What follows belongs to an exercise in optimizing a design on an open flow for small area, a short achievable clock period and few clock cycles per item; a production flow would make more cautious choices. At most, simulation tests tie the RTL to the original design; equivalence was not proved.

## rank_arm
module rank_arm #(
    parameter NCELL = 32,            
    parameter VW    = 12             
) (
    input  wire                   clk,
    input  wire                   rst,           
    input  wire                   start,
    output wire                   ready,
    output wire                   done,
    input  wire                   active,        
    input  wire                   fb,            
    input  wire signed [7:0]      n_ins,         
    input  wire                   s_neg,         
    input  wire [NCELL*VW-1:0]    volt,          
    input  wire [NCELL-1:0]       byp,           
    input  wire [NCELL-1:0]       excl,          
    input  wire [VW-1:0]          band,          
    input  wire [6:0]             swap_limit,    
    input  wire [4:0]             dwell,         
    input  wire [7:0]             debt_bound,    
    output wire [2*NCELL-1:0]     pol,           
    output wire signed [7:0]      level,
    output wire signed [7:0]      debt,
    output wire [5:0]             nsw,
    output reg  [4:0]             nswap,
    output wire [8:0]             discarded,
    output wire                   fault
);
Settings: LEC_CHECK=0, CAP_MARGIN=2, CORE_MARGIN=2, CORE_UTILIZATION=52, PLACE_DENSITY=0.7, SLEW_MARGIN=2, TNS_END_PERCENT=20; clock period 26.0 ns.
standard.sh (not shown) runs the stock make flow with config.mk's settings and CLKGATE_MAP_FILE= SYNTH_SCRIPT=/design/flow/synth_recipe.tcl, a recipe that flattens the netlist after the stock synthesis.
==> flow/flow/run.sh <==
#!/bin/bash
set -euo pipefail
export BUFFER_PORTS_ARGS="-buffer_cell sky130_fd_sc_hd__buf_1"
export SETUP_SLACK_MARGIN=13.5
bash standard.sh > standard.log 2>&1
Testbench counts at the start, summed over its fixed seeds: cycles 10,468, ticks 3,200.
Rerun with:
--- a/flow/design.v
+++ b/flow/design.v
@@ -253,29 +253,30 @@
     assign pol = pol_r;
     function [4:0] u_dec(input [4:0] u);
         u_dec = {u[3:0], u[4] ? (!u[0] && (u[3:1] != 3'd0)) : u[0]};
     endfunction
     reg [4:0] u_dw;
     always @* begin
-        case (dwell[3:0])
-            4'd1: u_dw = 5'b10000;
-            4'd2: u_dw = 5'b01000;
-            4'd3: u_dw = 5'b00100;
-            4'd4: u_dw = 5'b00010;
-            4'd5: u_dw = 5'b10001;
-            4'd6: u_dw = 5'b11000;
-            4'd7: u_dw = 5'b01100;
-            4'd8: u_dw = 5'b00110;
-            4'd9: u_dw = 5'b10011;
-            4'd10: u_dw = 5'b01001;
-            4'd11: u_dw = 5'b10100;
-            4'd12: u_dw = 5'b01010;
-            4'd13: u_dw = 5'b10101;
-            4'd14: u_dw = 5'b11010;
-            4'd15: u_dw = 5'b11101;
-            default: u_dw = 5'b11110;
+        case (dwell)
+            5'd1: u_dw = 5'b10000;
+            5'd2: u_dw = 5'b01000;
+            5'd3: u_dw = 5'b00100;
+            5'd4: u_dw = 5'b00010;
+            5'd5: u_dw = 5'b10001;
+            5'd6: u_dw = 5'b11000;
+            5'd7: u_dw = 5'b01100;
+            5'd8: u_dw = 5'b00110;
+            5'd9: u_dw = 5'b10011;
+            5'd10: u_dw = 5'b01001;
+            5'd11: u_dw = 5'b10100;
+            5'd12: u_dw = 5'b01010;
+            5'd13: u_dw = 5'b10101;
+            5'd14: u_dw = 5'b11010;
+            5'd15: u_dw = 5'b11101;
+            5'd16: u_dw = 5'b11110;
+            default: u_dw = 5'b00000;
         endcase
     end
     integer c;
     wire signed [9:0] disc_d = raw_r - tgt;
     wire [8:0]        disc   = disc_d[9] ? -disc_d[8:0] : disc_d[8:0];
     wire signed [7:0] cur_l = $signed({1'b0, npos}) - $signed({1'b0, nneg});
=> Clock skew climbs by 0.022 ns; die area stays flat; utilization drops by 1.3 points; worst setup slack hardly moves; non-clock buffer count drops by 74; first-iteration DRC count drops by about 4.6%.
Testbench counts after the change, summed over its fixed seeds: cycles 10,468, ticks 3,200.

========
== lane 5 ==
RTL: one of the versions met above, not the one the previous note started from.
Size: roughly 6800 cells after synthesis, ~430 flip-flops.
## rank_arm
module rank_arm #(
    parameter NCELL = 32,            
    parameter VW    = 12             
) (
    input  wire                   clk,
    input  wire                   rst,           
    input  wire                   start,
    output wire                   ready,
    output wire                   done,
    input  wire                   active,        
    input  wire                   fb,            
    input  wire signed [7:0]      n_ins,         
    input  wire                   s_neg,         
    input  wire [NCELL*VW-1:0]    volt,          
    input  wire [NCELL-1:0]       byp,           
    input  wire [NCELL-1:0]       excl,          
    input  wire [VW-1:0]          band,          
    input  wire [6:0]             swap_limit,    
    input  wire [4:0]             dwell,         
    input  wire [7:0]             debt_bound,    
    output wire [2*NCELL-1:0]     pol,           
    output wire signed [7:0]      level,
    output wire signed [7:0]      debt,
    output wire [5:0]             nsw,
    output reg  [4:0]             nswap,
    output wire [8:0]             discarded,
    output wire                   fault
);
    localparam IW   = $clog2(NCELL);
    localparam NGRP = 4;
    localparam GW   = $clog2(NGRP);
    localparam GSZ  = NCELL / NGRP;
    localparam LW   = IW - GW;
    reg               busy;          
    reg [2*NCELL-1:0] pol_r;         
    reg [5*NCELL-1:0] pin_r;         
    reg               qn;            
    reg               cs_pos;        
    reg signed [9:0]  raw_r;         
    reg signed [7:0]  tgt;           
    reg [6:0]         npos, nneg;    
    reg [VW-1:0]      band_r;
    reg [6:0]         slim_r;
    reg [7:0]         bound_r;
    reg [NGRP-1:0]    gi_ok, go_ok;
    reg [NGRP*LW-1:0] gi_c, go_c;
    reg [NGRP*VW-1:0] gi_v, go_v;
    assign pol = pol_r;
    function [4:0] u_dec(input [4:0] u);
        u_dec = {u[3:0], u[4] ? (!u[0] && (u[3:1] != 3'd0)) : u[0]};
    endfunction
    reg [4:0] u_dw;
    always @* begin
        case (dwell)
            5'd1: u_dw = 5'b10000;
            5'd2: u_dw = 5'b01000;
            5'd3: u_dw = 5'b00100;
            5'd4: u_dw = 5'b00010;
            5'd5: u_dw = 5'b10001;
            5'd6: u_dw = 5'b11000;
  ...
export LEC_CHECK = 0
export CAP_MARGIN = 10
export CORE_MARGIN = 2
export CORE_UTILIZATION = 45
export PLACE_DENSITY = 0.65
export SLEW_MARGIN = 10
export TNS_END_PERCENT = 20
create_clock -name core_clock -period 26.0 [get_ports {clk}]
Scripts as last shown in full above: flow/flow/run.sh
Lane 5 completed every stage of the flow, and the final layout passed the timing, DRC and antenna checks.
Testbench counts of lane 5, summed over its fixed seeds: cycles 10,468, ticks 3,200.
--- input diff lane 5..lane 3 ---
--- a/flow/design.v
+++ b/flow/design.v
@@ -172,21 +172,12 @@
             vsel = vsel | ({VW{w[a]}} & v[a*VW +: VW]);
         end
     end
     assign found = |mask;
     assign win   = w;
 endmodule
-module rank_gtf #(
-    parameter W = 8
-) (
-    input  wire [W-1:0] a,
-    input  wire [W-1:0] b,
-    output wire         gt
-);
-    assign gt = a > b;
-endmodule
 module rank_popcnt #(
     parameter N = 32,                
     parameter W = 6                  
 ) (
     input  wire [N-1:0] x,
     output wire [W-1:0] cnt
@@ -323,13 +314,13 @@
     reg  [NCELL-1:0]  avail;
     wire [6:0]        nav;
     wire signed [7:0] dprev = fault ? 8'sd0 : cur_d;
     wire signed [9:0] raw   = n_ins + dprev;
     wire signed [7:0] ndprev = fault ? 8'sd0 : (cur_l - tgt);
     wire              raw_neg;
-    rank_gtf #(.W(8)) u_rawneg (.a({~ndprev[7], ndprev[6:0]}), .b({~n_ins[7], n_ins[6:0]}),
+    rank_gt #(.W(8)) u_rawneg (.a({~ndprev[7], ndprev[6:0]}), .b({~n_ins[7], n_ins[6:0]}),
                                .gt(raw_neg));
     wire              a_qn = fb && raw_neg && (avail != {NCELL{1'b0}});
     wire              p_qn = fb && n_ins[7];
     wire signed [9:0] nav_s = $signed({3'b000, nav});
     wire signed [9:0] a_r   = (raw > nav_s)                ? nav_s :
                               (fb && raw < -nav_s)         ? -nav_s :
@@ -339,30 +330,36 @@
             avail[c] = !byp[c] && !excl[c];
     end
     rank_popcnt #(.N(NCELL), .W(7)) u_cnt_nav (.x(avail), .cnt(nav));
     reg [4:0]         a_pin  [0:NCELL-1];
     reg [NCELL-1:0]   a_unp;         
     reg [NCELL-1:0]   a_clr;         
-    reg [NCELL-1:0]   a_pos, a_neg;  
-    wire [6:0]        a_npos, a_nneg;
+    reg [NCELL-1:0]   a_p0, a_px, a_n0, a_nx;
+    wire [6:0]        c_p0, c_px, c_n0, c_nx;
     always @* begin
         for (c = 0; c < NCELL; c = c + 1) begin
             a_pin[c] = u_dec(pin_r[5*c +: 5]);
             a_unp[c] = (pin_r[5*c +: 4] == 4'd0);
             a_clr[c] = !byp[c] && pol_r[2*c] &&
                        (!active || (a_unp[c] &&
                                     (excl[c] || (pol_r[2*c+1] != a_qn))));
-            a_pos[c] = pol_r[2*c] && !pol_r[2*c+1] && !byp[c] && !a_clr[c];
-            a_neg[c] = pol_r[2*c] &&  pol_r[2*c+1] && !byp[c] && !a_clr[c];
+            a_p0[c]  = pol_r[2*c] && !pol_r[2*c+1] && !byp[c] && !a_unp[c];
+            a_px[c]  = pol_r[2*c] && !pol_r[2*c+1] && !byp[c] && a_unp[c] && !excl[c];
+            a_n0[c]  = pol_r[2*c] &&  pol_r[2*c+1] && !byp[c] && !a_unp[c];
+            a_nx[c]  = pol_r[2*c] &&  pol_r[2*c+1] && !byp[c] && a_unp[c] && !excl[c];
         end
     end
     reg  [5:0] nz0;
     reg  [4:0] nins;
     assign nsw = nz0 - npos[5:0] - nneg[5:0] + {nins, 1'b0};
-    rank_popcnt #(.N(NCELL), .W(7)) u_cnt_pos (.x(a_pos), .cnt(a_npos));
-    rank_popcnt #(.N(NCELL), .W(7)) u_cnt_neg (.x(a_neg), .cnt(a_nneg));
+    rank_popcnt #(.N(NCELL), .W(7)) u_cnt_p0 (.x(a_p0), .cnt(c_p0));
+    rank_popcnt #(.N(NCELL), .W(7)) u_cnt_px (.x(a_px), .cnt(c_px));
+    rank_popcnt #(.N(NCELL), .W(7)) u_cnt_n0 (.x(a_n0), .cnt(c_n0));
+    rank_popcnt #(.N(NCELL), .W(7)) u_cnt_nx (.x(a_nx), .cnt(c_nx));
+    wire [6:0] a_npos = c_p0 + (a_qn ? 7'd0 : c_px);
+    wire [6:0] a_nneg = c_n0 + (a_qn ? c_nx : 7'd0);
     reg [NCELL-1:0] ins_mask, rem_mask;
     always @* begin
         for (c = 0; c < NCELL; c = c + 1) begin
             if (ready) begin
                 ins_mask[c] = avail[c] && a_unp[c] && !pol_r[2*c];
                 rem_mask[c] = avail[c] && a_unp[c] && pol_r[2*c] &&
Notes after the runs:
- Lane 3 vs. lane 5: routed wire length rose 11 mm, fraction of layout instances using a drive strength above 1 comparable.
- Lane 3 — post-CTS setup buffer count 2.2% lower, lane 5 as reference
- Compared with lane 5, in lane 3 count of instances resized after the clock tree is built fell by 4; post-detailed-route DRC marker count stayed essentially flat; clock insertion delay at the later pin of the skew report stayed essentially flat.
- Tightest hold margin is lower on lane 5
- Comparing lane 5 and lane 3, clock buffer and inverter area fraction after layout is higher on lane 5.
- | highest achievable clock rate | lane 3 vs lane 5 | ≈ equal |
- The area share of buffers outside the clock network of lane 3 falls short of that of lane 5 by 0.25 points.
- The simple logic cell fraction of the synthesized area reported for lane 3 is smaller than that of lane 5 by 1.6 points.
The RTL of lane 3 was laid out without a check of its function.

port drivers added, routing unchanged:
In the flow no input, the clock included, has a driving cell. The finished layouts below were timed again as built, in two steps.
Step 1, drivers: a clkbuf_16 drives clk and a buf_2 each remaining input, both assumed.
Step 2 also shifts input and output timing later by t, the mid clock arrival at the registers, as if the neighbouring blocks saw the same clock.
Three values: ideal ports, drivers, drivers and shift; two values: the first two.
run	t (ns)	setup slack, ns	worst setup path at the end
the first run of note 1	0.736	13.570 / 13.612 / 12.893	input to register
the second run of note 1	0.743	13.572 / 13.628 / 12.885	input to register
lane 5	0.754	13.582 / 13.502 / 12.888	input to register
lane 3	0.734	13.576 / 13.635 / 12.902	input to register
After both steps every run listed still meets setup and hold. For lane 5, which loses most, drivers alone change the setup slack by -0.080 ns; drivers and shift together by -0.694 ns.
